Context: an optimization exercise on an open-source flow, tuned for small area, a short achievable clock period and few clock cycles. The choices shown serve that exercise and are no tape-out recipe.
At most, simulation tests tie the RTL to the original design; equivalence was not proved.
No functional check of the RTL was part of run 1.

==> design/flow/config.mk <==
export PLATFORM = sky130hd
export DESIGN_NAME = flush_dot4
export DESIGN_NICKNAME = flush_dot4
export VERILOG_FILES = /design/flow/design.v
export SDC_FILE = /design/flow/constraint.sdc
export NUM_CORES = 4
export LEC_CHECK = 0
export ABC_CLOCK_PERIOD_IN_PS = 7000
export CAP_MARGIN = 20
export CELL_PAD_IN_SITES_DETAIL_PLACEMENT = 2
export CELL_PAD_IN_SITES_GLOBAL_PLACEMENT = 4
export CORE_MARGIN = 2
export CORE_UTILIZATION = 30
export PLACE_DENSITY = 0.45
export SLEW_MARGIN = 20
==> design/flow/constraint.sdc <==
create_clock -name core_clock -period 30.0 [get_ports {clk}]
set_input_delay 6.0000 -clock core_clock [delete_from_list [all_inputs] [get_ports {clk}]]
set_output_delay 6.0000 -clock core_clock [all_outputs]
set_load 0.01 [all_outputs]
==> design/flow/design.v <==
module flush_elem (
    input  wire [5:0] fh,       
    input  wire [7:0] x,
    output wire [7:0] sv,
    output wire [4:0] ex,
    output wire [2:0] tz,
    output wire       is_inf,
    output wire       is_nan
);
    wire i4 = fh[0], i8 = fh[1], e43 = fh[2], e52 = fh[3], e23 = fh[4], e32 = fh[5];
    wire h43 = |x[6:3], h52 = |x[6:2], h23 = |x[4:3], h32 = |x[4:2];
    wire [3:0] m = ({4{e43}} & {h43, x[2:0]})        | ({4{e52}} & {1'b0, h52, x[1:0]}) |
                   ({4{e23}} & {h23, x[2:0]})        | ({4{e32}} & {1'b0, h32, x[1:0]});
    wire       s = ((e43 | e52) & x[7]) | ((e23 | e32) & x[5]);
    wire [4:0] fpv = s ? (5'd0 - {1'b0, m}) : {1'b0, m};
    assign sv = ({8{i8}} & x) | ({8{i4}} & {{4{x[3]}}, x[3:0]}) | {{3{fpv[4]}}, fpv};
    assign ex = ({5{e43}} & {1'b0, x[6:4], x[3] | ~h43}) | ({5{e52}} & {x[6:3], x[2] | ~h52}) |
                ({5{e23}} & {3'd0, x[4], x[3] | ~h23})   | ({5{e32}} & {2'd0, x[4:3], x[2] | ~h32});
    assign is_nan = (e43 & (&x[6:0])) | (e52 & (&x[6:2]) & (|x[1:0]));
    assign is_inf = e52 & (&x[6:2]) & ~|x[1:0];
    wire [7:0] tv = (i8 | i4) ? x : {4'd0, m};
    assign tz = tv[0] ? 3'd0 : tv[1] ? 3'd1 : tv[2] ? 3'd2 : tv[3] ? 3'd3 :
                tv[4] ? 3'd4 : tv[5] ? 3'd5 : tv[6] ? 3'd6 : 3'd7;
endmodule
module flush_term (
    input  wire [5:0]        fh_a,     
    input  wire [5:0]        fh_b,
    input  wire [7:0]        a,
    input  wire [7:0]        b,
    input  wire              en,
    input  wire [9:0]        bs,       
    input  wire [9:0]        bc,
    input  wire [9:0]        ks,       
    input  wire [9:0]        kc,
    input  wire [1:0]        b_lo,     
    input  wire              b_neg,    
    output wire [7:0]        sa,       
    output wire [7:0]        sb,
    output wire              neg,      
    output wire [5:0]        amt,      
    output wire [3:0]        tz,       
    output wire [3:0]        kov,      
    output wire              is_nan,
    output wire              is_pinf,
    output wire              is_ninf
);
    wire       ia, ib, na, nb;
    wire [7:0] sva, svb;
    wire [4:0] ea, eb;
    wire [2:0] tza, tzb;
    flush_elem dec_a (.fh(fh_a), .x(a), .sv(sva), .ex(ea), .tz(tza), .is_inf(ia), .is_nan(na));
    flush_elem dec_b (.fh(fh_b), .x(b), .sv(svb), .ex(eb), .tz(tzb), .is_inf(ib), .is_nan(nb));
    wire za  = (sva == 8'd0);
    wire zb  = (svb == 8'd0);
    wire nan = na | nb | (ia & zb) | (ib & za);
    wire inf = ia | ib;
    wire num = en & ~nan & ~inf;
    wire sgn = sva[7] ^ svb[7];
    wire nz  = num & ~za & ~zb;
    assign is_nan  = en & nan;
    assign is_pinf = en & ~nan & inf & ~sgn;
    assign is_ninf = en & ~nan & inf &  sgn;
    assign sa      = num ? sva : 8'd0;
    assign sb      = svb;
    wire [3:0] tzs = {1'b0, tza} + {1'b0, tzb};
    assign tz = nz ? tzs : 4'd15;
    wire [9:0] sh, kd, s1, c1, s2, c2, k1, d1, k2, d2;
    flush_csa #(10) u_shc (.x(bs), .y(bc), .z({5'd0, ea}), .s(s1), .c(c1));
    flush_csa #(10) u_shd (.x(s1), .y(c1), .z({5'd0, eb}), .s(s2), .c(c2));
    flush_add #(10) u_sha (.a(s2), .b(c2), .cin(1'b0), .s(sh));
    flush_csa #(10) u_kdc (.x(ks), .y(kc), .z(~{5'd0, ea}), .s(k1), .c(d1));
    flush_csa #(10) u_kdd (.x(k1), .y({d1[9:1], 1'b1}), .z(~{5'd0, eb}), .s(k2), .c(d2));
    flush_add #(10) u_kda (.a(k2), .b(d2), .cin(1'b1), .s(kd));
    wire [6:0] tb = {2'b0, ea} + {2'b0, eb} + {5'd0, b_lo};        
    wire [9:0] n1 = ~sh;                                           
    wire [3:0] rm1 = (n1[9:4] != 6'd0) ? 4'd15 : n1[3:0];
    assign neg     = sh[9];
    assign amt     = neg ? {2'b00, rm1} : b_neg ? sh[5:0] : tb[5:0];
    assign kov = ~nz ? 4'd15 : kd[9] ? 4'd0 : (kd[8:4] != 5'd0) ? 4'd15 : kd[3:0];
endmodule
module flush_prod (
    input  wire [7:0]  sa,
    input  wire [7:0]  sb,
    input  wire        neg,
    input  wire [5:0]  amt,
    input  wire [3:0]  tz,
    output wire [15:0] q,        
    output wire        ru,       
    output wire [5:0]  w,
    output wire        inx       
);
    wire [15:0] p;
    flush_mul8 u_mul (.a(sa), .b(sb), .p(p));
    wire signed [16:0] y = $signed({p[15], p}) >>> amt[3:0];
    wire sticky = (tz < amt[3:0]);         
    assign q   = neg ? y[16:1] : p;
    assign ru  = neg & y[0] & (y[1] | sticky);
    assign inx = neg & (y[0] | sticky);
    assign w  = neg ? 6'd0 : amt;
endmodule
module flush_lane (
    input  wire [15:0] q,
    input  wire [5:0]  w,
    input  wire [3:0]  kov,
    output wire [69:0] z,
    output wire        ovf       
);
    wire [14:0] xm = q[14:0] ^ {15{q[15]}};
    reg  [3:0]  bln;
    integer j;
    always @* begin
        bln = 4'd0;
        for (j = 0; j < 15; j = j + 1)
            if (xm[j]) bln = j + 1;
    end
    wire pw = ~q[15] & ((q[14:0] & (q[14:0] - 15'd1)) == 15'd0);
    assign ovf = ({1'b0, bln} >= {1'b0, kov} + {4'd0, pw});
    wire [16:0] x1 = w[0] ? {q, 1'b0}   : {q[15], q};
    wire [18:0] x2 = w[1] ? {x1, 2'b0}  : {{2{x1[16]}}, x1};
    wire [22:0] x3 = w[2] ? {x2, 4'b0}  : {{4{x2[18]}}, x2};
    wire [30:0] x4 = w[3] ? {x3, 8'b0}  : {{8{x3[22]}}, x3};
    wire [42:0] x5 = w[4] ? {x4[26:0], 16'b0} : {{12{x4[30]}}, x4};
    assign      z  = w[5] ? {x5[37:0], 32'b0} : {{27{x5[42]}}, x5};
endmodule
module flush_mul8 (
    input  wire [7:0]  a,
    input  wire [7:0]  b,
    output wire [15:0] p
);
    reg [15:0] row [0:8];
    integer i, j;
    always @* begin
        for (i = 0; i < 8; i = i + 1) begin
            row[i] = 16'd0;
            for (j = 0; j < 8; j = j + 1)
                row[i][i + j] = ((i == 7) ^ (j == 7)) ? ~(a[i] & b[j]) : (a[i] & b[j]);
        end
        row[8] = 16'h8100;
    end
    wire [15:0] s0, c0, s1, c1, s2, c2, s3, c3, s4, c4, s5, c5, s6, c6;
    flush_csa #(16) k0 (row[0], row[1], row[2], s0, c0);
    flush_csa #(16) k1 (row[3], row[4], row[5], s1, c1);
    flush_csa #(16) k2 (row[6], row[7], row[8], s2, c2);
    flush_csa #(16) k3 (s0, c0, s1, s3, c3);
    flush_csa #(16) k4 (c1, s2, c2, s4, c4);
    flush_csa #(16) k5 (s3, c3, s4, s5, c5);
    flush_csa #(16) k6 (s5, c5, c4, s6, c6);
    flush_add #(16) fin (.a(s6), .b(c6), .cin(1'b0), .s(p));
endmodule
module flush_csa #(parameter W = 16) (
    input  wire [W-1:0] x,
    input  wire [W-1:0] y,
    input  wire [W-1:0] z,
    output wire [W-1:0] s,
    output wire [W-1:0] c
);
    assign s = x ^ y ^ z;
    wire [W-1:0] m = (x & y) | (x & z) | (y & z);
    assign c = {m[W-2:0], 1'b0};
endmodule
module flush_add #(parameter W = 16) (
    input  wire [W-1:0] a,
    input  wire [W-1:0] b,
    input  wire         cin,
    output wire [W-1:0] s
);
    localparam L = $clog2(W);
    reg [W-1:0] pp, gg, pg;
    integer l, i;
    always @* begin
        pp    = a ^ b;
        gg    = a & b;
        gg[0] = gg[0] | (pp[0] & cin);
        pg    = pp;
        for (l = 0; l < L; l = l + 1)
            for (i = (2 << l) - 1; i < W; i = i + (2 << l)) begin
                gg[i] = gg[i] | (pg[i] & gg[i - (1 << l)]);
                pg[i] = pg[i] & pg[i - (1 << l)];
            end
        for (l = L - 2; l >= 0; l = l - 1)
            for (i = 3 * (1 << l) - 1; i < W; i = i + (2 << l)) begin
                gg[i] = gg[i] | (pg[i] & gg[i - (1 << l)]);
                pg[i] = pg[i] & pg[i - (1 << l)];
            end
    end
    assign s = pp ^ {gg[W-2:0], cin};
endmodule
module flush_dot4 (
    input  wire        clk,
    input  wire        rst,
    input  wire        in_valid,
    output wire        in_ready,
    input  wire        in_clear,
    input  wire        in_read,
    input  wire [7:0]  in_level,
    input  wire [3:0]  in_fmt_a,
    input  wire [3:0]  in_fmt_b,
    input  wire [3:0]  in_en,
    input  wire [31:0] in_a,
    input  wire [31:0] in_b,
    output reg         out_valid,
    output wire [95:0] out_acc,
    output wire [1:0]  out_tag,
    output wire        out_inexact
);
    localparam [1:0] NUM = 2'd0, PINF = 2'd1, NINF = 2'd2, NAN = 2'd3;
    assign in_ready = 1'b1;
    function [5:0] fhot(input [3:0] f);     
        fhot = {f == 4'h6, f == 4'h5, f == 4'h4, f == 4'h3, f == 4'h1, f == 4'h0};
    endfunction
    reg        r0_clear, r0_read;
    reg [3:0]  r0_en;
    reg [7:0]  r0_level;
    reg [5:0]  r0_fa, r0_fb;      
    reg [31:0] r0_a, r0_b;
    wire       take = in_valid & ~rst;
    always @(posedge clk) begin
        r0_clear <= take & in_clear;
        r0_read  <= take & in_read;
        r0_en    <= {4{take}} & in_en;
        r0_level <= in_level;
        r0_fa    <= fhot(in_fmt_a);
        r0_fb    <= fhot(in_fmt_b);
        r0_a     <= in_a;
        r0_b     <= in_b;
    end
    wire [4:0] na = {r0_fa[3], r0_fa[2], r0_fa[4] | r0_fa[5], r0_fa[2], r0_fa[3] | r0_fa[5]};
    wire [4:0] nb = {r0_fb[3], r0_fb[2], r0_fb[4] | r0_fb[5], r0_fb[2], r0_fb[3] | r0_fb[5]};
    wire [9:0] lx = {{2{r0_level[7]}}, r0_level};
    wire [9:0] bs0, bc0, bs, bc, bsh;
    flush_csa #(10) u_b0 (.x(~{5'd0, na}), .y(~{5'd0, nb}), .z(~lx), .s(bs0), .c(bc0));
    flush_csa #(10) u_b1 (.x(bs0), .y(bc0), .z(10'd51), .s(bs), .c(bc));
    flush_add #(10) u_b2 (.a(bs), .b(bc), .cin(1'b0), .s(bsh));
    wire [9:0] ks0, kc0, ks, kc;
    flush_csa #(10) u_k0 (.x({5'd0, na}), .y({5'd0, nb}), .z(lx), .s(ks0), .c(kc0));
    flush_csa #(10) u_k1 (.x(ks0), .y(kc0), .z(10'd48), .s(ks), .c(kc));
    wire [7:0] t_sa [0:3];
    wire [7:0] t_sb [0:3];
    wire [5:0] t_amt [0:3];
    wire [3:0] t_kov [0:3];
    wire [3:0] t_tz [0:3];
    wire [3:0] t_neg, t_nan, t_pinf, t_ninf;
    genvar i;
    generate
        for (i = 0; i < 4; i = i + 1) begin : lane
            flush_term u_term (
                .fh_a(r0_fa), .fh_b(r0_fb),
                .a(r0_a[8*i +: 8]), .b(r0_b[8*i +: 8]),
                .en(r0_en[i]), .bs(bs), .bc(bc), .ks(ks), .kc(kc),
                .b_lo(bsh[1:0]), .b_neg(bsh[9]),
                .sa(t_sa[i]), .sb(t_sb[i]), .neg(t_neg[i]), .amt(t_amt[i]),
                .tz(t_tz[i]), .kov(t_kov[i]),
                .is_nan(t_nan[i]), .is_pinf(t_pinf[i]), .is_ninf(t_ninf[i])
            );
        end
    endgenerate
    reg [7:0] r1_sa [0:3];
    reg [7:0] r1_sb [0:3];
    reg [5:0] r1_amt [0:3];
    reg [3:0] r1_kov [0:3];
    reg [3:0] r1_tz [0:3];
    reg [3:0] r1_neg;
    reg [4:0] r1_g;              
    reg       r1_gz;             
    reg       r1_clear, r1_read, r1_nan, r1_pinf, r1_ninf;
    integer k;
    always @(posedge clk) begin
        for (k = 0; k < 4; k = k + 1) begin
            r1_sa[k]  <= t_sa[k];
            r1_sb[k]  <= t_sb[k];
            r1_amt[k] <= t_amt[k];
            r1_kov[k] <= t_kov[k];
            r1_tz[k]  <= t_tz[k];
        end
        r1_neg    <= t_neg;
        r1_g      <= bsh[9] ? 5'd0 : bsh[6:2];
        r1_gz     <= ~bsh[9] & (bsh[8:0] >= 9'd96);
        r1_clear  <= r0_clear;
        r1_read   <= r0_read;
        r1_nan    <= |t_nan;
        r1_pinf   <= |t_pinf;
        r1_ninf   <= |t_ninf;
    end
    wire [15:0] t_q [0:3];
    wire [5:0]  t_w [0:3];
    wire [3:0]  t_ru, t_inx;
    generate
        for (i = 0; i < 4; i = i + 1) begin : lane2
            flush_prod u_prod (
                .sa(r1_sa[i]), .sb(r1_sb[i]), .neg(r1_neg[i]), .amt(r1_amt[i]),
                .tz(r1_tz[i]),
                .q(t_q[i]), .ru(t_ru[i]), .w(t_w[i]), .inx(t_inx[i])
            );
        end
    endgenerate
    reg [15:0] r2_q [0:3];
    reg [5:0]  r2_w [0:3];
    reg [3:0]  r2_ru;
    reg [3:0]  r2_kov [0:3];
    reg [4:0]  r2_g;
    reg        r2_gz, r2_clear, r2_read, r2_inx, r2_nan, r2_pinf, r2_ninf;
    always @(posedge clk) begin
        for (k = 0; k < 4; k = k + 1) begin
            r2_q[k] <= t_q[k];
            r2_w[k] <= t_w[k];
            r2_kov[k] <= r1_kov[k];
        end
        r2_ru    <= t_ru;
        r2_g     <= r1_g;
        r2_gz    <= r1_gz;
        r2_clear <= r1_clear;
        r2_read  <= r1_read;
        r2_inx   <= |t_inx;
        r2_nan   <= r1_nan;
        r2_pinf  <= r1_pinf;
        r2_ninf  <= r1_ninf;
    end
    wire [69:0] z [0:3];
    wire [3:0]  ovf;
    generate
        for (i = 0; i < 4; i = i + 1) begin : lane3
            flush_lane u_lane (.q(r2_q[i]), .w(r2_w[i]), .kov(r2_kov[i]), .z(z[i]), .ovf(ovf[i]));
        end
    endgenerate
    wire [71:0] z0 = {{2{z[0][69]}}, z[0]};
    wire [71:0] z1 = {{2{z[1][69]}}, z[1]};
    wire [71:0] z2 = {{2{z[2][69]}}, z[2]};
    wire [71:0] z3 = {{2{z[3][69]}}, z[3]};
    wire [71:0] s0, c0, s1, c1, ssum;
    flush_csa #(72) u_csa0 (z0, z1, z2, s0, c0);
    flush_csa #(72) u_csa1 (s0, {c0[71:1], r2_ru[0]}, z3, s1, c1);
    flush_add #(72) u_add0 (.a(s1), .b({c1[71:1], r2_ru[1]}), .cin(r2_ru[2]), .s(ssum));
    reg [71:0] r3_s;
    reg [4:0]  r3_g;
    reg        r3_gz, r3_c3;
    reg        r3_clear, r3_read, r3_inx, r3_nan, r3_pinf, r3_ninf;
    always @(posedge clk) begin
        r3_s     <= ssum;
        r3_g     <= r2_g;
        r3_gz    <= r2_gz;
        r3_c3    <= r2_ru[3];
        r3_clear <= r2_clear;
        r3_read  <= r2_read;
        r3_inx   <= r2_inx | (|ovf);
        r3_nan   <= r2_nan;
        r3_pinf  <= r2_pinf;
        r3_ninf  <= r2_ninf;
    end
    reg [95:0] acc;
    reg [1:0]  acc_tag;
    reg        acc_inx;
    reg        rst_d1, rst_d2, rst_d3;
    wire       kill = rst | rst_d1 | rst_d2 | rst_d3;
    wire [95:0] sx   = {{24{r3_s[71]}}, r3_s};
    wire [95:0] term = r3_gz ? 96'd0 : (sx << {r3_g, 2'b00});
    wire [95:0] base = r3_clear ? 96'd0 : acc;
    wire [95:0] nacc;
    flush_add #(96) u_add1 (.a(base), .b(term), .cin(r3_c3), .s(nacc));
    wire [1:0] btag = r3_clear ? NUM : acc_tag;
    wire any_nan  = (btag == NAN)  | r3_nan;
    wire any_pinf = (btag == PINF) | r3_pinf;
    wire any_ninf = (btag == NINF) | r3_ninf;
    wire [1:0] ntag = (any_nan | (any_pinf & any_ninf)) ? NAN :
                      any_pinf ? PINF : any_ninf ? NINF : NUM;
    wire ninx = (~r3_clear & acc_inx) | r3_inx;
    always @(posedge clk) begin
        rst_d1    <= rst;
        rst_d2    <= rst_d1;
        rst_d3    <= rst_d2;
        acc       <= kill ? 96'd0 : nacc;
        acc_tag   <= kill ? NUM : ntag;
        acc_inx   <= ~kill & ninx;
        out_valid <= ~kill & r3_read;
    end
    assign out_acc     = acc;
    assign out_tag     = acc_tag;
    assign out_inexact = acc_inx;
endmodule
==> design/flow/run.sh <==
#!/bin/bash
# synth_recipe.tcl (not shown) runs the flow's synth.tcl, then flattens the netlist and writes it again
# the make line also repeats each setting of config.mk as NAME=value (left out here)
make -C /OpenROAD-flow-scripts/flow DESIGN_CONFIG=/design/flow/config.mk WORK_HOME=/design/flow/orfs CLKGATE_MAP_FILE= SYNTH_SCRIPT=/design/flow/synth_recipe.tcl finish
==> results.ini, run 1 <==
[clock_network]
worstSkewPairLatency_ps = 750
cts_tree = done
cts_buffers = 72
cts_resized = 0
cts_root_buffer = clkbuf_16
ctsHoldBuffers = 0
post_cts_buffers = 0
cts.sinks = 533
cts_buffer_depth = 3
clkTransAtPathRegs_ps = 70
htree_levels = 3

[global_routing]
grt-ovfl-total = 0
grt_max_degree = 95
antenna_found_initial = 13
grt_pass1_vias = 54510
grt_usage_pct = 25.63
grt_pass1_wl_um = 369800

[critical_path]
critPathKind = reg2out
crit_required_ps = 24000
path_buf_inv = 1
r2r_start = r2_w[1][1]$_SDFF_PP0_
cp.arrival_ps = 1810
cpPeakStageDelay_ps = 600
crit_path_start_kind = flip-flop
crit_path_end_kind = output port
path_cells = clkdlybuf4s50_1
crit_start = acc[15]$_SDFF_PP0_
crit_fanout = 2
crit_family = buffers and inverters
slowest_stage = clkdlybuf4s50_1

[floorplan]
start_util_pct = 30.12
fp.dieArea_mm2 = 0.1940
die_x_um = 440.5
ios = 190
core_area_mm2 = 0.1898
rows = 160
die_y_um = 440.5

[synth]
synth_top_family_by_area = adder cells
synth_warnings = 25
synthArstFlopShare_pct = 0
synth-compound-area-share_pct = 17.69
synth_top_area_cell = dfxtp_1
synth-simple-area-share_pct = 17.42
syn_inst = 7080
synth_edf_count = 0
synth_cell_types = 91
yosys.area_share.adder_pct = 28.50
ys_ff_latch = 533
ys_seq_area_share_pct = 18.67
synth_top_area_share_pct = 18.67
netlist_area_mm2 = 0.05716
muxShareOfSynthArea_pct = 6.379
synth-xor-area-share_pct = 2.574
synth_area_leaders = dfxtp_1, fa_1, ha_1, inv_1, nand2_1
syn_nets = 8155
synth.avg_cell_area_um2 = 8.073
synth_ff_type = dfxtp_1

[job]
maxCapViolations = 0

[place]
dp_cells = 9465
place_congestion = 0.9427
place_hpwl_um = 209900
port_buffers = 188

[route]
vias = 50490
ant_nets = 0
vias_per_cell = 5.261
first_pass_iters = 5
wire_per_inst_um = 26.21
drcViolationCount = 0
drtIter0Drc = 2297
drt_wl_total_um = 251600

[sta]
report.final.setup_viol = 0
post-route-period-util_pct = 26.05
finalHoldViolCount = 0
min_period_ps = 7814
fin_setup_tns_ps = 0
rsz0062_at_grt = false
skew_ps = 85.21
worst_pin_slew_ps = 1132
slew_headroom_pct = 23.99
fmax_mhz = 128.0
report.final.slew_viol_count = 0

[finish]
fin_util_pct = 33.62
drive_gt1_share_pct = 5.124
area_delta_synth_final_pct = 11.63
fin_cells = 9597
final_nets = 8103

[run_status]
status = no timing/DRC/antenna violations

[worst_hold_path]
min_from = r2_gz$_DFF_P_
hold_class = reg2reg

## worst paths after layout
kind	to	slack, ps	cells after the start
setup / recovery	out_acc[15]	22190	1
hold / removal	r3_gz$_DFF_P_	300	0
setup reg to reg	r3_s[71]$_DFF_P_	22310	22
hold reg to reg	r3_gz$_DFF_P_	300	0
## worst register-to-register path, cell delays in order, from the launching register on
cell and delay [ps]:
dfxtp_1 870, clkinv_1 510, mux2i_1 270, a31oi_1 530, a211o_1 810, o21ai_0 570
fa_1 680, inv_1 60, fa_1 480, inv_1 40, ha_1 340, a21o_1 180
a21o_1 170, a21oi_1 210, o211ai_1 120, nand2_1 110, a31oi_1 110, nor3b_1 420
o2111ai_1 190, o211a_1 180, fa_1 440, xnor2_1 210, xnor2_1 130
## kinds of logic after synthesis
family / count (synthesis)
AOI/OAI and AO/OA: 1612
xor gates and xnor gates: 168
adders and majority gates: 994
buffers and inverters: 1321
DFF: 533
muxes: 317
other: 1
and+or+nand+nor: 2134
## stage by stage
step	setup WS (ps)	cell area, um2	hold WS (ps)
after floorplan	22820	57160	309.6
after global placement	22120	61240	309.4
after detailed placement	22050	61240	312.6
after CTS	22130	63790	294.0
after global routing	21890	63800	302.5
final	22190	63800	298.7
## state kept, by name, summed over array words and instances, names as in the netlist, 5 cells and up
signal,cells
r1_amt,24
r2_kov,16
r1_kov,16
r3_g,5
r0_fb,6
r3_s,72
r1_g,5
r1_tz,16
r2_w,24
r0_level,8
r1_sb,32
r0_a,32
r2_g,5
r0_fa,6
r1_sa,32
acc,96
r2_q,64
r0_b,32
## placed cells by master, fill, tap and decap left out, drive strengths merged, types with 16 or more instances in the layout
cell and instances:
a211oi 92, a21boi 24, a21o 147, a21oi 471
a22oi 25, a31oi 57, and2 188, and3 29
buf 68, clkbuf 86, clkdlybuf4s50 188, clkinv 26
dfxtp 533, fa 516, ha 470, inv 939
mux2 58, mux2i 227, mux4 32, nand2 777
nand2b 70, nand3 107, nand4 39, nor2 528
nor2b 160, nor3 89, nor4 29, o211ai 45
o21a 40, o21ai 397, o21bai 41, o22a 19
o22ai 59, o31ai 16, or2 47, or3 27
or4 16, xnor2 68, xor2 100
## routing by layer
layer  global-route usage, %  vias to the layer above  wire length (um)
met1                   32.15                    25850            110200
met3                   1.989                      294              6114
met4                   9.485                        4              9904
met5                       0                        -                22
li1                        -                    23550                 -
met2                   45.69                      797            125400
## synth_stat cells, types with 147 or more instances
library cell / number
a21oi_1: 470
a21o_1: 147
dfxtp_1: 533
nor2_1: 528
nand2_1: 777
o21ai_0: 396
ha_1: 470
nor2b_1: 160
mux2i_1: 227
and2_1: 188
fa_1: 516
clkbuf_1: 313
inv_1: 922
## layout make-up
type,instances,area [um2]
multi-input combinational,5226,41500
timing repair buffer,256,2396
clock inverter,44,628.1
clock buffer,86,1924
fill,21600,126000
tap,2511,3142
antenna,2,5.005
sequential,533,10690
inverter,939,3525
==> run 2: changes to the inputs <==
--- a/design/flow/design.v
+++ b/design/flow/design.v
@@ -166,3 +166,3 @@
 );
-    localparam L = $clog2(W);
+    localparam L = (W > 64) ? 7 : (W > 32) ? 6 : (W > 16) ? 5 : (W > 8) ? 4 : (W > 4) ? 3 : 2;
     reg [W-1:0] pp, gg, pg;
--- a/design/flow/config.mk
+++ b/design/flow/config.mk
@@ -8,3 +8,3 @@
 export ABC_CLOCK_PERIOD_IN_PS = 7000
-export CAP_MARGIN = 20
+export CAP_MARGIN = 70
 export CELL_PAD_IN_SITES_DETAIL_PLACEMENT = 2
@@ -14,2 +14,2 @@
 export PLACE_DENSITY = 0.45
-export SLEW_MARGIN = 20
+export SLEW_MARGIN = 70
==> run 2 against run 1 <==
Utilization increased by 1.0 points. Global-route usage increased by 0.11 points. Final cell count increased by 0.34%. Largest cell class unchanged.
==> results.ini, run 2 <==
[run_status]
status = no timing/DRC/antenna violations

[synth]
synth.avg_cell_area_um2 = 8.073  ; unchanged
netlist_top_cells_count = inv_1, nand2_1, dfxtp_1, nor2_1, fa_1
synthArstFlopShare_pct = 0  ; unchanged
synth_edf_count = 0  ; unchanged
netlist_area_mm2 = 0.05716  ; unchanged
synth_top_area_cell = dfxtp_1
synth_area_leaders = dfxtp_1, fa_1, ha_1, inv_1, nand2_1
synth_ff_type = dfxtp_1
synth_warnings = 25  ; unchanged
synth_cell_types = 91  ; unchanged
synth_top_area_share_pct = 18.67  ; unchanged
ys_seq_area_share_pct = 18.67  ; unchanged
syn_inst = 7080  ; unchanged
ys_ff_latch = 533  ; unchanged
yosysMostFrequentCell = inv_1
syn_nets = 8155  ; unchanged

[route]
drt_wl_total_um = 252600  ; +0.38%
wire_per_inst_um = 26.23  ; about the same
vias = 50550  ; +0.12%
drcViolationCount = 0  ; unchanged
drtIter0Drc = 2245  ; -2.3%
ant_nets = 0  ; unchanged
first_pass_iters = 5  ; unchanged
vias_per_cell = 5.250  ; -0.22%

[critical_path]
r2r_end = r1_amt[2][1]$_DFF_P_
crit_fanout = 2  ; unchanged
cpPeakStageDelay_ps = 600  ; about the same
reg2reg_depth = 25  ; +14%
crit_family = buffers and inverters
crit_path_end_kind = output port
r2r_slack_ps = 23200  ; +890 ps
path_buf_inv = 1  ; unchanged
slowest_stage = clkdlybuf4s50_1
path_cells = clkdlybuf4s50_1
r2r_start = r0_fa[3]$_DFF_P_
critPathKind = reg2out
cp.arrival_ps = 1840  ; +30 ps
crit_path_start_kind = flip-flop
crit_required_ps = 24000  ; about the same

[clock_network]
post_cts_buffers = 0  ; unchanged
cts.sinks = 533  ; unchanged
clkTransAtPathRegs_ps = 70  ; about the same
ctsHoldBuffers = 0  ; unchanged
cts_resized = 0  ; unchanged
cts_root_buffer = clkbuf_16
cts_buffers = 72  ; unchanged
cts_buffer_depth = 3  ; unchanged
htree_levels = 3  ; unchanged
cts_tree = done
worstSkewPairLatency_ps = 730  ; -20 ps

[place]
place_congestion = 0.9427  ; unchanged
place_hpwl_um = 211400  ; +0.74%
place_ws_ps = 22020  ; -28.40 ps
port_buffers = 188  ; unchanged

[sta]
fin_hold_ws_ps = 319.3  ; +20.60 ps
finalHoldViolCount = 0  ; unchanged
worst_pin_slew_ps = 485.4  ; -646.6 ps
worst_slack_ps = 22160  ; -23.00 ps
slew_headroom_pct = 67.30  ; +43 points
fin_setup_tns_ps = 0  ; unchanged
skew_ps = 44.27  ; -40.95 ps
min_period_ps = 7837  ; +23.00 ps
fmax_mhz = 127.6  ; -0.29%
report.final.setup_viol = 0  ; unchanged
post-route-period-util_pct = 26.12  ; +0.077 points
report.final.slew_viol_count = 0  ; unchanged
rsz0062_at_grt = false

[floorplan]
ios = 190  ; unchanged
core_area_mm2 = 0.1898  ; unchanged
start_util_pct = 30.12  ; unchanged
die_y_um = 440.5  ; unchanged
rows = 160  ; unchanged
fp.dieArea_mm2 = 0.1940  ; unchanged
die_x_um = 440.5  ; unchanged

[finish]
mostFrequentLayoutCells = inv_1, nand2_1, fa_1
drive_gt1_share_pct = 10.47  ; +5.3 points
layout_commonest_cell = inv_1
area_delta_synth_final_pct = 15.07
regMostFlops = acc
final_nets = 8135  ; +0.39%
reg.largest.list = acc: 96 flops, r3_s: 72 flops, r2_q: 64 flops
largest_reg_flops = 96  ; unchanged

[global_routing]
grt_pass1_wl_um = 370500  ; +0.19%
antenna_found_initial = 11  ; -2
grt_pass1_vias = 54750  ; +0.43%
grt_max_degree = 60  ; -37%
grt_usage_pct = 25.74  ; +0.11 points
grt-ovfl-total = 0  ; unchanged

[worst_hold_path]
hold_class = reg2reg
holdPathEnd = r2_kov[3][3]$_DFF_P_
holdPathStages = 0  ; unchanged
min_from = r1_kov[3][3]$_SDFF_PN1_

[job]
maxCapViolations = 0  ; unchanged

==> run 2: routing by layer <==
metal,wire length (um),track usage (%),up-vias
li1,-,-,23630
met1,109100,32.09,25780
met2,125100,45.28,804
met3,6650,2.449,332
met4,11750,10.60,0
met5,0,0,-
==> run 2: worst max-delay path by stage <==
| stage | startpoint | end | slack (ps) | cells after the start |
|---|---|---|---|---|
| 6_report | acc[15]$_SDFF_PP0_ | out_acc[15] | 22160 | 1 |
| 3_5_place_dp | rst | acc[23]$_SDFF_PP0_ | 22020 | 6 |
| 3_3_place_gp | rst | acc[39]$_SDFF_PP0_ | 22120 | 4 |
| 5_1_grt | acc[15]$_SDFF_PP0_ | out_acc[15] | 22140 | 1 |
| 2_1_floorplan | rst | acc[69]$_SDFF_PP0_ | 22820 | 5 |
| 4_1_cts | acc[13]$_SDFF_PP0_ | out_acc[13] | 22120 | 1 |
==> run 2: cell type report <==
class	count	area (um2)
clock inverter	40	470.5
inverter	939	3535
multi-input combinational	5226	42890
timing repair buffer	288	2883
antenna	1	2.502
clock buffer	92	2028
sequential	533	10820
tap	2511	3142
fill	21390	124000
==> run 2: cells by family after synthesis <==
logic type      after synthesis  share of synthesized area [%]
simple gates               2134                          17.42
mux                         317                          6.379
buf+inv                    1321                          8.763
flops                       533                          18.67
compound gates             1612                          17.69
other cells                   1                       0.006561
fa+ha+maj                   994                          28.50
xor+xnor                    168                          2.574
==> run 2: per-stage QoR <==
stage	area, um2	util [%]	std cells
floorplan	57160	-	7080
finish	65770	34.66	9630
global route	65770	34.66	9630
detailed placement	62930	33.16	9493
CTS	65430	34.47	9625
global placement	61240	32.27	9465
Testbench counts of run 2, summed over its fixed seeds: cycles 12,040.
==> run 3: changes to the inputs <==
--- a/design/flow/design.v
+++ b/design/flow/design.v
@@ -32,4 +32,2 @@
     input  wire [9:0]        bc,
-    input  wire [9:0]        ks,       
-    input  wire [9:0]        kc,
     input  wire [1:0]        b_lo,     
@@ -41,3 +39,2 @@
     output wire [3:0]        tz,       
-    output wire [3:0]        kov,      
     output wire              is_nan,
@@ -66,3 +63,3 @@
     assign tz = nz ? tzs : 4'd15;
-    wire [9:0] sh, kd, s1, c1, s2, c2, k1, d1, k2, d2;
+    wire [9:0] sh, s1, c1, s2, c2;
     flush_csa #(10) u_shc (.x(bs), .y(bc), .z({5'd0, ea}), .s(s1), .c(c1));
@@ -70,5 +67,2 @@
     flush_add #(10) u_sha (.a(s2), .b(c2), .cin(1'b0), .s(sh));
-    flush_csa #(10) u_kdc (.x(ks), .y(kc), .z(~{5'd0, ea}), .s(k1), .c(d1));
-    flush_csa #(10) u_kdd (.x(k1), .y({d1[9:1], 1'b1}), .z(~{5'd0, eb}), .s(k2), .c(d2));
-    flush_add #(10) u_kda (.a(k2), .b(d2), .cin(1'b1), .s(kd));
     wire [6:0] tb = {2'b0, ea} + {2'b0, eb} + {5'd0, b_lo};        
@@ -78,3 +72,2 @@
     assign amt     = neg ? {2'b00, rm1} : b_neg ? sh[5:0] : tb[5:0];
-    assign kov = ~nz ? 4'd15 : kd[9] ? 4'd0 : (kd[8:4] != 5'd0) ? 4'd15 : kd[3:0];
 endmodule
@@ -103,3 +96,5 @@
     input  wire [5:0]  w,
-    input  wire [3:0]  kov,
+    input  wire [3:0]  tz,       
+    input  wire [6:0]  hth,      
+    input  wire        gz,       
     output wire [69:0] z,
@@ -115,4 +110,6 @@
     end
-    wire pw = ~q[15] & ((q[14:0] & (q[14:0] - 15'd1)) == 15'd0);
-    assign ovf = ({1'b0, bln} >= {1'b0, kov} + {4'd0, pw});
+    wire       nz  = (tz != 4'd15);
+    wire       pw  = ~q[15] & (bln == tz + 4'd1);
+    wire [6:0] tot = {3'd0, bln} + {1'b0, w};
+    assign ovf = nz & (gz | (tot > hth) | ((tot == hth) & ~pw));
     wire [16:0] x1 = w[0] ? {q, 1'b0}   : {q[15], q};
@@ -233,5 +230,2 @@
     flush_add #(10) u_b2 (.a(bs), .b(bc), .cin(1'b0), .s(bsh));
-    wire [9:0] ks0, kc0, ks, kc;
-    flush_csa #(10) u_k0 (.x({5'd0, na}), .y({5'd0, nb}), .z(lx), .s(ks0), .c(kc0));
-    flush_csa #(10) u_k1 (.x(ks0), .y(kc0), .z(10'd48), .s(ks), .c(kc));
     wire [7:0] t_sa [0:3];
@@ -239,3 +233,2 @@
     wire [5:0] t_amt [0:3];
-    wire [3:0] t_kov [0:3];
     wire [3:0] t_tz [0:3];
@@ -248,6 +241,6 @@
                 .a(r0_a[8*i +: 8]), .b(r0_b[8*i +: 8]),
-                .en(r0_en[i]), .bs(bs), .bc(bc), .ks(ks), .kc(kc),
+                .en(r0_en[i]), .bs(bs), .bc(bc),
                 .b_lo(bsh[1:0]), .b_neg(bsh[9]),
                 .sa(t_sa[i]), .sb(t_sb[i]), .neg(t_neg[i]), .amt(t_amt[i]),
-                .tz(t_tz[i]), .kov(t_kov[i]),
+                .tz(t_tz[i]),
                 .is_nan(t_nan[i]), .is_pinf(t_pinf[i]), .is_ninf(t_ninf[i])
@@ -259,3 +252,2 @@
     reg [5:0] r1_amt [0:3];
-    reg [3:0] r1_kov [0:3];
     reg [3:0] r1_tz [0:3];
@@ -263,2 +255,3 @@
     reg [4:0] r1_g;              
+    reg [6:0] r1_h;
     reg       r1_gz;             
@@ -271,3 +264,2 @@
             r1_amt[k] <= t_amt[k];
-            r1_kov[k] <= t_kov[k];
             r1_tz[k]  <= t_tz[k];
@@ -276,2 +268,3 @@
         r1_g      <= bsh[9] ? 5'd0 : bsh[6:2];
+        r1_h      <= bsh[9] ? 7'd127 : {5'd24 - bsh[6:2], 2'b00};
         r1_gz     <= ~bsh[9] & (bsh[8:0] >= 9'd96);
@@ -298,3 +291,4 @@
     reg [3:0]  r2_ru;
-    reg [3:0]  r2_kov [0:3];
+    reg [3:0]  r2_tz [0:3];
+    reg [6:0]  r2_h;             
     reg [4:0]  r2_g;
@@ -305,3 +299,3 @@
             r2_w[k] <= t_w[k];
-            r2_kov[k] <= r1_kov[k];
+            r2_tz[k] <= r1_tz[k];
         end
@@ -309,2 +303,3 @@
         r2_g     <= r1_g;
+        r2_h     <= r1_h;
         r2_gz    <= r1_gz;
@@ -321,3 +316,4 @@
         for (i = 0; i < 4; i = i + 1) begin : lane3
-            flush_lane u_lane (.q(r2_q[i]), .w(r2_w[i]), .kov(r2_kov[i]), .z(z[i]), .ovf(ovf[i]));
+            flush_lane u_lane (.q(r2_q[i]), .w(r2_w[i]), .tz(r2_tz[i]), .hth(r2_h), .gz(r2_gz),
+                               .z(z[i]), .ovf(ovf[i]));
         end
==> design/flow/flow/run.sh (new file) <==
#!/bin/bash
# The standard layout (standard.sh: ORFS synthesis through finish), with
# one change: ORFS's buffer_ports gives each input and output port a
# sky130_fd_sc_hd__buf_4 instead of the cell it picks by default.
# The full output of the ORFS run goes to standard.log here; ORFS keeps each
# step's own log under orfs/logs/.
set -euo pipefail
bash standard.sh "BUFFER_PORTS_ARGS=-buffer_cell sky130_fd_sc_hd__buf_4" finish > standard.log 2>&1
==> design/flow/standard.sh (new file) <==
#!/bin/bash
# synth_recipe.tcl (not shown) runs the flow's synth.tcl, then flattens the netlist and writes it again
# the make line also repeats each setting of config.mk as NAME=value (left out here)
make -C /OpenROAD-flow-scripts/flow DESIGN_CONFIG=/design/flow/config.mk WORK_HOME=/design/flow/orfs CLKGATE_MAP_FILE= SYNTH_SCRIPT=/design/flow/synth_recipe.tcl "${@:-finish}"
--- a/design/flow/config.mk
+++ b/design/flow/config.mk
@@ -8,3 +8,3 @@
 export ABC_CLOCK_PERIOD_IN_PS = 7000
-export CAP_MARGIN = 70
+export CAP_MARGIN = 20
 export CELL_PAD_IN_SITES_DETAIL_PLACEMENT = 2
@@ -14,2 +14,2 @@
 export PLACE_DENSITY = 0.45
-export SLEW_MARGIN = 70
+export SLEW_MARGIN = 20
removed: design/flow/run.sh
==> run 3 against run 2 <==
Still clean. Register-to-register slack got worse by 1100 ps. Wire length is 5.7% lower. Via count down 4.9%. Clock skew decreased by 3.8 ps. Die area shrank 4.0%. First-iteration DRC count fell by 1.4%.
==> results.ini, run 3 <==
[route]
drt_wl_total_um = 238100  ; -5.7%
wire_per_inst_um = 25.90  ; -1.2%
drtIter0Drc = 2214  ; -1.4%
wl_met1_um = 105200  ; -3.5%
vias_per_cell = 5.229  ; -0.40%
dr_wl_met3_um = 5924  ; -11%
first_pass_iters = 5  ; unchanged
top_layer = met5
vias = 48060  ; -4.9%
ant_nets = 0  ; unchanged
drcViolationCount = 0  ; unchanged
met2_length_um = 118900  ; -4.9%

[clock_network]
post_cts_buffers = 0  ; unchanged
worstSkewPairLatency_ps = 700  ; -30 ps
cts_resized = 0  ; unchanged
cts_tree = done
cts_buffer_depth = 3  ; unchanged
cts_root_buffer = clkbuf_16
ctsHoldBuffers = 0  ; unchanged
clkTransAtPathRegs_ps = 60  ; about the same
htree_levels = 3  ; unchanged
cts_buffers = 72  ; unchanged
cts.sinks = 529  ; -0.75%

[global_routing]
grt_max_degree = 81  ; +35%
grt_usage_pct = 25.31  ; -0.43 points
grt-ovfl-total = 0  ; unchanged
grt_pass1_wl_um = 352100  ; -5.0%
grt_pass1_vias = 51840  ; -5.3%
antenna_found_initial = 9  ; -2

[place]
place_hpwl_um = 198200  ; -6.3%
place_congestion = 0.9095  ; -3.5%
port_buffers = 188  ; unchanged

[finish]
drive_gt1_share_pct = 8.109  ; -2.4 points
area_delta_synth_final_pct = 10.93
final_nets = 7777  ; -4.4%
regMostFlops = acc
reg.largest.list = acc: 96 flops, r3_s: 72 flops, r2_q: 64 flops
largest_reg_flops = 96  ; unchanged
layout_commonest_cell = nand2_1
fin_util_pct = 33.59  ; -1.1 points
mostFrequentLayoutCells = nand2_1, inv_1, nor2_1

[critical_path]
crit_fanout = 25  ; +23
crit_path_end_kind = flip-flop
r2r_slack_ps = 22080  ; -1120 ps
crit_required_ps = 30600  ; +6600 ps
crit_path_start_kind = flip-flop
cp.arrival_ps = 8520  ; +6680 ps
critPathKind = reg2reg

[synth]
synthArstFlopShare_pct = 0  ; unchanged
syn_nets = 7792  ; -4.5%
synth_warnings = 23  ; -8.0%
netlist_area_mm2 = 0.05485  ; -4.0%
ys_ff_latch = 529  ; -0.75%
synth_edf_count = 0  ; unchanged
syn_inst = 6783  ; -4.2%
synth.avg_cell_area_um2 = 8.086  ; +0.16%
synth_area_leaders = dfxtp_1, fa_1, ha_1, nand2_1, inv_1
yosysMostFrequentCell = nand2_1
ys_seq_area_share_pct = 19.31  ; +0.64 points
synth_top_area_share_pct = 19.31  ; +0.64 points
synth_cell_types = 101  ; +11%
netlist_top_cells_count = nand2_1, inv_1, nor2_1, dfxtp_1, fa_1
synth_top_area_cell = dfxtp_1
synth_ff_type = dfxtp_1

[floorplan]
die_y_um = 431.6  ; -2.0%
core_area_mm2 = 0.1811  ; -4.6%
ios = 190  ; unchanged
start_util_pct = 30.28  ; +0.16 points
die_x_um = 431.6  ; -2.0%
fp.dieArea_mm2 = 0.1863  ; -4.0%
rows = 156  ; -2.5%

[sta]
worst_pin_slew_ps = 1204  ; +718.3 ps
fmax_mhz = 126.3  ; -0.99%
skew_ps = 40.51  ; -3.760 ps
post-route-period-util_pct = 26.39  ; +0.26 points
report.final.slew_viol_count = 0  ; unchanged
report.final.setup_viol = 0  ; unchanged
min_period_ps = 7916  ; +78.30 ps
slew_headroom_pct = 19.14  ; -48 points
fin_setup_tns_ps = 0  ; unchanged
finalHoldViolCount = 0  ; unchanged
rsz0062_at_grt = false
fin_hold_ws_ps = 324.8  ; +5.536 ps

[job]
maxCapViolations = 0  ; unchanged

[worst_hold_path]
hold_class = reg2reg

[run_status]
status = no timing/DRC/antenna violations

run 3: metal layers:
| layer | track usage [%] | vias to the layer above |
|---|---|---|
| li1 | - | 22650 |
| met1 | 32.33 | 24510 |
| met2 | 44.85 | 669 |
| met3 | 2.307 | 227 |
| met4 | 7.790 | 2 |
| met5 | 0 | - |
run 3: cells by family (layout without fill, tap and decap cells):
family                   after synthesis  in the layout  share of synthesized area, %
flip-flops                           529            529                         19.31
multiplexers                         283            283                         5.995
AND/OR/NAND/NOR                     2159           2159                         18.22
AO/OA/AOI/OAI                       1524           1524                         17.60
buffers and inverters               1164           1201                         8.133
adder cells (fa/ha/maj)              920            920                         27.50
other                                  1              2                      0.006837
XOR/XNOR                             203            203                         3.242
run 3: worst paths after layout:
path / from / end / cells past startpoint
max: r2_w[2][1]$_SDFF_PP0_ / r3_s[71]$_DFF_P_ / 24
max reg2reg: r2_w[2][1]$_SDFF_PP0_ / r3_s[71]$_DFF_P_ / 24
min: r1_g[4]$_SDFF_PP0_ / r2_g[4]$_DFF_P_ / 0
min reg2reg: r1_g[4]$_SDFF_PP0_ / r2_g[4]$_DFF_P_ / 0
run 3: per-stage QoR:
| stage | cells | setup slack, ps | instance area (um2) |
|---|---|---|---|
| floorplan | 6783 | 22820 | 54850 |
| global placement | 9063 | 22060 | 58360 |
| detailed placement | 9064 | 22170 | 58370 |
| CTS | 9190 | 22110 | 60830 |
| global route | 9190 | 21540 | 60840 |
| finish | 9191 | 22080 | 60840 |
run 3: area by class of cell:
cell class | instances | area, um2
Antenna cell | 1 | 2.502
Clock buffer | 95 | 2029
Clock inverter | 31 | 439.2
Fill cell | 20630 | 120300
Inverter | 821 | 3082
Multi-Input combinational cell | 5090 | 39810
Sequential cell | 529 | 10600
Tap cell | 2370 | 2965
Timing Repair Buffer | 254 | 1904
run 3: worst max-delay path, stage by stage (launching register included):
cell and delay (ps):
dfxtp_1 980, mux2_2 430, nor2_1 110, a21oi_1 90
a31oi_1 510, a211o_1 840, o21ai_0 320, fa_1 610
inv_1 60, fa_1 490, inv_1 50, ha_1 330
a21o_1 200, a21o_1 170, a21oi_1 140, o21ai_0 130
a221o_1 350, a221o_1 360, nor4_1 430, o41ai_1 220
nand3_1 140, nand2_1 80, fa_1 440, xnor2_1 200
xnor2_1 130
Testbench counts of run 3, summed over its fixed seeds: cycles 12,040.
==> run 4: changes to the inputs <==
==> design/flow/flow/run.sh (replaced) <==
#!/bin/bash
# The standard layout (standard.sh: ORFS synthesis through finish), with
# two changes: repair_timing aims for 22.6 ns of setup slack, and buffer_ports gives each input and output port a
# sky130_fd_sc_hd__buf_4 instead of the cell it picks by default.
# The full output of the ORFS run goes to standard.log here; ORFS keeps each
# step's own log under orfs/logs/.
set -euo pipefail
bash standard.sh "BUFFER_PORTS_ARGS=-buffer_cell sky130_fd_sc_hd__buf_4" SETUP_SLACK_MARGIN=22.6 finish > standard.log 2>&1
==> run 4 against run 3 <==
Synthesized area unchanged. Maximum frequency increased by 8.3%. Global-route usage barely moved. Highest routed layer unchanged. Clock skew is 2.3 ps lower. Largest cell class unchanged. Register-to-register slack better by 720 ps. Non-clock buffer count up 7. Die area is the same. Sequential share of layout area is essentially flat. Cell area grew 0.33%. Utilization grew 0.11 points. Critical path depth shrank 23.
==> results.ini, run 4 <==
[critical_path]
path_cells = buf_4
r2r_start = r2_w[0][1]$_SDFF_PP0_
crit_path_start_kind = flip-flop
crit_path_end_kind = output port
crit_family = flip-flops
reg2reg_depth = 25  ; +4.2%
slowest_stage = dfxtp_1
critPathKind = reg2out
r2r_slack_ps = 22800  ; +720 ps
crit_required_ps = 24000  ; -6600 ps
crit_cells = 1  ; -96%
r2r_end = r3_s[71]$_DFF_P_
cp.arrival_ps = 1310  ; -7210 ps
path_buf_inv = 1  ; -1
cpPeakStageDelay_ps = 440  ; -540 ps
crit_fanout = 2  ; -92%

[place]
dp_cells = 9064  ; unchanged
place_congestion = 0.9095  ; unchanged
port_buffers = 188  ; unchanged
place_ws_ps = 22170  ; unchanged
place_hpwl_um = 198200  ; unchanged

[global_routing]
antenna_found_initial = 9  ; unchanged
grt_usage_pct = 25.32  ; about the same
grt_pass1_wl_um = 352200  ; about the same
grt_pass1_vias = 51830  ; -0.0077%
grt_max_degree = 81  ; unchanged
grt-ovfl-total = 0  ; unchanged

[route]
vias = 48000  ; -0.13%
first_pass_iters = 5  ; unchanged
wire_per_inst_um = 25.89  ; about the same
ant_nets = 0  ; unchanged
drt_wl_total_um = 238300  ; about the same
drtIter0Drc = 2173  ; -1.9%
drcViolationCount = 0  ; unchanged
vias_per_cell = 5.216  ; -0.24%

[floorplan]
fp.dieArea_mm2 = 0.1863  ; unchanged
core_area_mm2 = 0.1811  ; unchanged
start_util_pct = 30.28  ; unchanged
ios = 190  ; unchanged
die_x_um = 431.6  ; unchanged
rows = 156  ; unchanged
die_y_um = 431.6  ; unchanged

[sta]
finalHoldViolCount = 0  ; unchanged
fmax_mhz = 136.8  ; +8.3%
fin_setup_tns_ps = 0  ; unchanged
min_period_ps = 7310  ; -605.6 ps
worst_slack_ps = 22690  ; +605.6 ps
post-route-period-util_pct = 24.37  ; -2.0 points
skew_ps = 38.24  ; -2.262 ps
worst_pin_slew_ps = 1155  ; -48.68 ps
slew_headroom_pct = 22.41  ; +3.3 points
report.final.slew_viol_count = 0  ; unchanged
rsz0062_at_grt = true
report.final.setup_viol = 0  ; unchanged

[synth]
synth_top_area_cell = dfxtp_1
synth-xor-area-share_pct = 3.242  ; unchanged
syn_nets = 7792  ; unchanged
synth_ff_type = dfxtp_1
synth.avg_cell_area_um2 = 8.086  ; unchanged
synth_warnings = 23  ; unchanged
synth-simple-area-share_pct = 18.22  ; unchanged
synth_top_family_by_area = adder cells
netlist_area_mm2 = 0.05485  ; unchanged
synthArstFlopShare_pct = 0  ; unchanged
ys_ff_latch = 529  ; unchanged
yosys.area_share.adder_pct = 27.50  ; unchanged
synth_top_area_share_pct = 19.31  ; unchanged
ys_seq_area_share_pct = 19.31  ; unchanged
muxShareOfSynthArea_pct = 5.995  ; unchanged
synth_cell_types = 101  ; unchanged
synth-compound-area-share_pct = 17.60  ; unchanged
synth_edf_count = 0  ; unchanged
synth_area_leaders = dfxtp_1, fa_1, ha_1, nand2_1, inv_1
netlist_top_cells_count = nand2_1, inv_1, nor2_1, dfxtp_1, fa_1
syn_inst = 6783  ; unchanged
yosysMostFrequentCell = nand2_1

[worst_hold_path]
holdPathStages = 0  ; unchanged
hold_class = reg2reg
min_from = r1_h[3]$_SDFF_PP1_
holdPathEnd = r2_h[3]$_DFF_P_

[clock_network]
clkTransAtPathRegs_ps = 60  ; about the same
cts_root_buffer = clkbuf_16
worstSkewPairLatency_ps = 700  ; about the same
cts.sinks = 529  ; unchanged
cts_tree = done
htree_levels = 3  ; unchanged
cts_buffer_depth = 3  ; unchanged
ctsHoldBuffers = 0  ; unchanged
cts_buffers = 72  ; unchanged

[finish]
num-fill-cells = 20630  ; -0.039%
reg.largest.list = acc: 96 flops, r3_s: 72 flops, r2_q: 64 flops
layout_commonest_cell = nand2_1
regMostFlops = acc
mostFrequentLayoutCells = nand2_1, inv_1, nor2_1
area_delta_synth_final_pct = 11.30
final_nets = 7784  ; +0.090%
fin_cells = 9201  ; +0.11%
largest_reg_flops = 96  ; unchanged
drive_gt1_share_pct = 8.628  ; +0.52 points

[job]
maxCapViolations = 0  ; unchanged

[run_status]
status = no timing/DRC/antenna violations

[run 4: cell counts after synthesis]
No cell type changed its count.
[run 4: metrics by stage]
stage / area [um2] / hold WS (ps) / utilization [%]
floorplan: 54850 / 309.6 / -
global placement: 58360 / 311.2 / 32.22
detailed placement: 58370 / 314.4 / 32.22
CTS: 60850 / 324.4 / 33.60
global route: 61030 / 327.8 / 33.69
finish: 61040 / 325.0 / 33.70
[run 4: how the worst max path moves through the flow]
stage | startpoint | end | slack [ps]
2_1_floorplan | rst | acc[69]$_SDFF_PP0_ | 22820
5_1_grt | r2_w[0][0]$_SDFF_PP0_ | r3_s[71]$_DFF_P_ | 22430
3_5_place_dp | r2_w[2][1]$_SDFF_PP0_ | r3_s[71]$_DFF_P_ | 22170
4_1_cts | r2_w[0][1]$_SDFF_PP0_ | r3_s[71]$_DFF_P_ | 22450
6_report | acc[6]$_SDFF_PP0_ | out_acc[6] | 22690
3_3_place_gp | r1_sa[3][5]$_SDFF_PN0_ | r2_inx$_DFF_P_ | 22060
[run 4: final cells by class]
type | instances | area [um2] | share of cell area [%]
Multi-Input combinational cell | 5090 | 39930 | 65.41
Clock inverter | 31 | 439.2 | 0.7195
Timing Repair Buffer | 261 | 1961 | 3.212
Clock buffer | 95 | 2029 | 3.325
Sequential cell | 529 | 10620 | 17.39
Inverter | 821 | 3093 | 5.067
Antenna cell | 4 | 10.01 | 0.01640
Tap cell | 2370 | 2965 | 4.858
[run 4: per-layer routing]
metal | up-vias | GRT usage (%) | part of all wire [%]
li1 | 22660 | - | -
met1 | 24490 | 32.33 | 45
met2 | 610 | 44.88 | 50
met3 | 229 | 2.307 | 2.2
met4 | 2 | 7.778 | 3.4
met5 | - | 0 | 0.0055
[run 4: cells by family after synthesis]
| logic type | after synthesis |
|---|---|
| AO/OA/AOI/OAI | 1524 |
| multiplexers | 283 |
| other | 1 |
| AND/OR/NAND/NOR | 2159 |
| XOR/XNOR | 203 |
| flip-flops | 529 |
| adder cells (fa/ha/maj) | 920 |
| buffers and inverters | 1164 |
[run 4: repair_timing]
action | 4_1_cts | 5_1_grt
setup endpoints to repair | 18 | 48
resized for setup | 5 | 31
pin swaps | 0 | 1
buffers inserted | 0 | 7
==> run 5: changes to the inputs <==
==> design/flow/run.sh (new file) <==
#!/bin/bash
# synth_recipe.tcl (not shown) runs the flow's synth.tcl, then flattens the netlist and writes it again
# the make line also repeats each setting of config.mk as NAME=value (left out here)
make -C /OpenROAD-flow-scripts/flow DESIGN_CONFIG=/design/flow/config.mk WORK_HOME=/design/flow/orfs CLKGATE_MAP_FILE= SYNTH_SCRIPT=/design/flow/synth_recipe.tcl finish
--- a/design/flow/config.mk
+++ b/design/flow/config.mk
@@ -8,3 +8,3 @@
 export ABC_CLOCK_PERIOD_IN_PS = 7000
-export CAP_MARGIN = 20
+export CAP_MARGIN = 70
 export CELL_PAD_IN_SITES_DETAIL_PLACEMENT = 2
@@ -14,2 +14,2 @@
 export PLACE_DENSITY = 0.45
-export SLEW_MARGIN = 20
+export SLEW_MARGIN = 70
removed: design/flow/flow/run.sh
removed: design/flow/standard.sh
==> run 5 against run 4 <==
Count of clock-buffer cells in the layout up 2. Cell area up 4.2%. Wire length up 0.97%. Critical path depth unchanged. Register-to-register slack better by 230 ps. First-iteration DRC count up 1.6%. Clock skew up 1.7 ps. Maximum frequency down 5.9%. Synthesized cell count unchanged. Critical path type unchanged.
==> results.ini, run 5 <==
[run_status]
status = no timing/DRC/antenna violations

[floorplan]
die_x_um = 431.6  ; unchanged
fp.dieArea_mm2 = 0.1863  ; unchanged
rows = 156  ; unchanged
core_area_mm2 = 0.1811  ; unchanged
ios = 190  ; unchanged
die_y_um = 431.6  ; unchanged
start_util_pct = 30.28  ; unchanged

[synth]
synth_ff_type = dfxtp_1
ys_seq_area_share_pct = 19.31  ; unchanged
synthArstFlopShare_pct = 0  ; unchanged
ys_ff_latch = 529  ; unchanged
syn_nets = 7792  ; unchanged
syn_inst = 6783  ; unchanged
synth_top_area_share_pct = 19.31  ; unchanged
synth_top_area_cell = dfxtp_1
netlist_top_cells_count = nand2_1, inv_1, nor2_1, dfxtp_1, fa_1
synth_edf_count = 0  ; unchanged
synth_area_leaders = dfxtp_1, fa_1, ha_1, nand2_1, inv_1
netlist_area_mm2 = 0.05485  ; unchanged
synth_warnings = 23  ; unchanged
synth.avg_cell_area_um2 = 8.086  ; unchanged
synth_cell_types = 101  ; unchanged
yosysMostFrequentCell = nand2_1

[clock_network]
cts_buffers = 73  ; +1.4%
cts_root_buffer = clkbuf_16
post_cts_buffers = 0  ; unchanged
worstSkewPairLatency_ps = 720  ; +20 ps
cts.sinks = 529  ; unchanged
cts_tree = done
ctsHoldBuffers = 0  ; unchanged
htree_levels = 3  ; unchanged
clkTransAtPathRegs_ps = 60  ; about the same
cts_resized = 0  ; -5
cts_buffer_depth = 3  ; unchanged

[global_routing]
grt_pass1_wl_um = 356300  ; +1.2%
grtUsageMet2_pct = 45.18  ; +0.30 points
grt_pass1_vias = 52770  ; +1.8%
antenna_found_initial = 10  ; +1
grt_usage_pct = 25.60  ; +0.28 points
grt_max_degree = 57  ; -30%
grt-busiest-layer = met2
grtUsageMet1_pct = 32.77  ; +0.44 points
use_met3_pct = 2.082  ; -0.22 points
grt-ovfl-total = 0  ; unchanged

[sta]
fmax_mhz = 128.8  ; -5.9%
finalHoldViolCount = 0  ; unchanged
post-route-period-util_pct = 25.88  ; +1.5 points
report.final.slew_viol_count = 0  ; unchanged
rsz0062_at_grt = false
min_period_ps = 7765  ; +455.3 ps
skew_ps = 39.90  ; +1.660 ps
fin_setup_tns_ps = 0  ; unchanged
report.final.setup_viol = 0  ; unchanged

[route]
vias = 48260  ; +0.55%
drtIter0Drc = 2208  ; +1.6%
first_pass_iters = 5  ; unchanged
vias_per_cell = 5.224  ; +0.15%
wire_per_inst_um = 26.04  ; +0.56%
ant_nets = 0  ; unchanged
drt_wl_total_um = 240600  ; +0.97%
drcViolationCount = 0  ; unchanged

[finish]
fin_cells = 9238  ; +0.40%
reg.largest.list = acc: 96 flops, r3_s: 72 flops, r2_q: 64 flops
drive_gt1_share_pct = 10.62  ; +2.0 points
largest_reg_flops = 96  ; unchanged
area_delta_synth_final_pct = 16.02
mostFrequentLayoutCells = nand2_1, inv_1, nor2_1
regMostFlops = acc
final_nets = 7819  ; +0.45%
layout_commonest_cell = nand2_1

[place]
port_buffers = 188  ; unchanged
place_hpwl_um = 200000  ; +0.89%
place_congestion = 0.8929  ; -1.8%
dp_cells = 9094  ; +0.33%

[critical_path]
r2r_start = r1_sb[2][2]$_DFF_P_
crit_cells = 1  ; unchanged
crit_path_end_kind = output port
reg2reg_depth = 29  ; +16%
crit_fanout = 2  ; unchanged
crit_required_ps = 24000  ; about the same
cpPeakStageDelay_ps = 590  ; +150 ps
path_cells = clkdlybuf4s50_1
crit_path_start_kind = flip-flop
cp.arrival_ps = 1770  ; +460 ps
crit_start = acc[5]$_SDFF_PP0_
critPathKind = reg2out
path_buf_inv = 1  ; unchanged
slowest_stage = clkdlybuf4s50_1
crit_family = buffers and inverters

[job]
maxCapViolations = 0  ; unchanged

[worst_hold_path]
holdPathStages = 0  ; unchanged
min_from = r2_ru[3]$_DFF_P_
hold_class = reg2reg

## run 5: cell count changes in the layout (fill, tap and decap cells not counted), moves of 19 or more
cell and delta:
a211oi_1 -19, a21oi_2 +48, o21ai_1 +39, mux2i_1 -26, nor3_2 +20, nor3_1 -22, dfxtp_2 +46, buf_4 -213
o21ai_0 -57, mux2i_2 +21, clkdlybuf4s50_1 +189, dfxtp_1 -53, a21oi_1 -51
## run 5: logic make-up after synthesis
group	count (synthesis)	share of synthesized area, %
buffers and inverters	1164	8.133
flip-flops	529	19.31
XOR/XNOR	203	3.242
multiplexers	283	5.995
adder cells (fa/ha/maj)	920	27.50
AND/OR/NAND/NOR	2159	18.22
AO/OA/AOI/OAI	1524	17.60
other	1	0.006837
## run 5: routing by layer
layer,share of wire [%],wire length (um)
met1,44,106500
met2,50,119200
met3,2.4,5733
met4,3.8,9086
met5,0,0
## run 5: area by class of cell
class,instances,area (um2)
antenna,1,2.502
clock buffer,97,2028
clock inverter,35,573.1
fill,20480,117500
inverter,821,3087
multi-input combinational,5090,41340
sequential,529,10700
tap,2370,2965
timing repair buffer,295,2935
## run 5: worst paths after layout
| kind | to | slack, ps |
|---|---|---|
| max | out_acc[5] | 22230 |
| min | r3_c3$_DFF_P_ | 310 |
| max reg2reg | r2_inx$_DFF_P_ | 23030 |
| min reg2reg | r3_c3$_DFF_P_ | 310 |
## run 5: stage by stage
step	hold slack (ps)	worst slack, ps	utilization (%)	instance area [um2]
floorplan	309.6	22820	-	54850
detailed placement	313.2	22040	33.45	60580
CTS	303.5	22140	34.88	63190
finish	307.0	22230	35.13	63630
global route	315.6	22170	35.13	63630
global placement	310.6	22120	32.50	58860

-- static timing again, ports no longer ideal --
The results above use ideal ports. As a check the final layouts listed here were re-extracted and re-timed, cells and wires unchanged.
Step 1, drivers: a clkbuf_16 drives clk and a buf_2 each remaining input, both assumed.
Step 2 also shifts input and output timing later by t, the mid clock arrival at the registers, as if the neighbouring blocks saw the same clock.
Slacks: ideal ports / drivers / drivers and shift; pairs: ideal ports / drivers.
run | t (ns) | setup WS [ns] | latest minus earliest clock arrival (ns) | worst data-port slew with drivers (ns) | cell pins on the clock port's net
run 1 | 0.798 | 22.186 / 22.095 / 22.263 | 0.086 / 0.085 | 0.14 | 1
run 2 | 0.798 | 22.163 / 22.074 / 22.008 | 0.047 / 0.046 | 0.11 | 1
run 3 | 0.766 | 22.084 / 22.084 / 22.084 | 0.041 / 0.041 | 0.06 | 1
run 4 | 0.766 | 22.690 / 22.605 / 22.334 | 0.039 / 0.039 | 0.06 | 1
run 5 | 0.787 | 22.235 / 22.152 / 22.024 | 0.040 / 0.040 | 0.07 | 1
After both steps setup and hold are still met in every run listed. The setup slack of run 4, which loses most, moves by -0.085 ns with the drivers and by -0.356 ns with both steps.
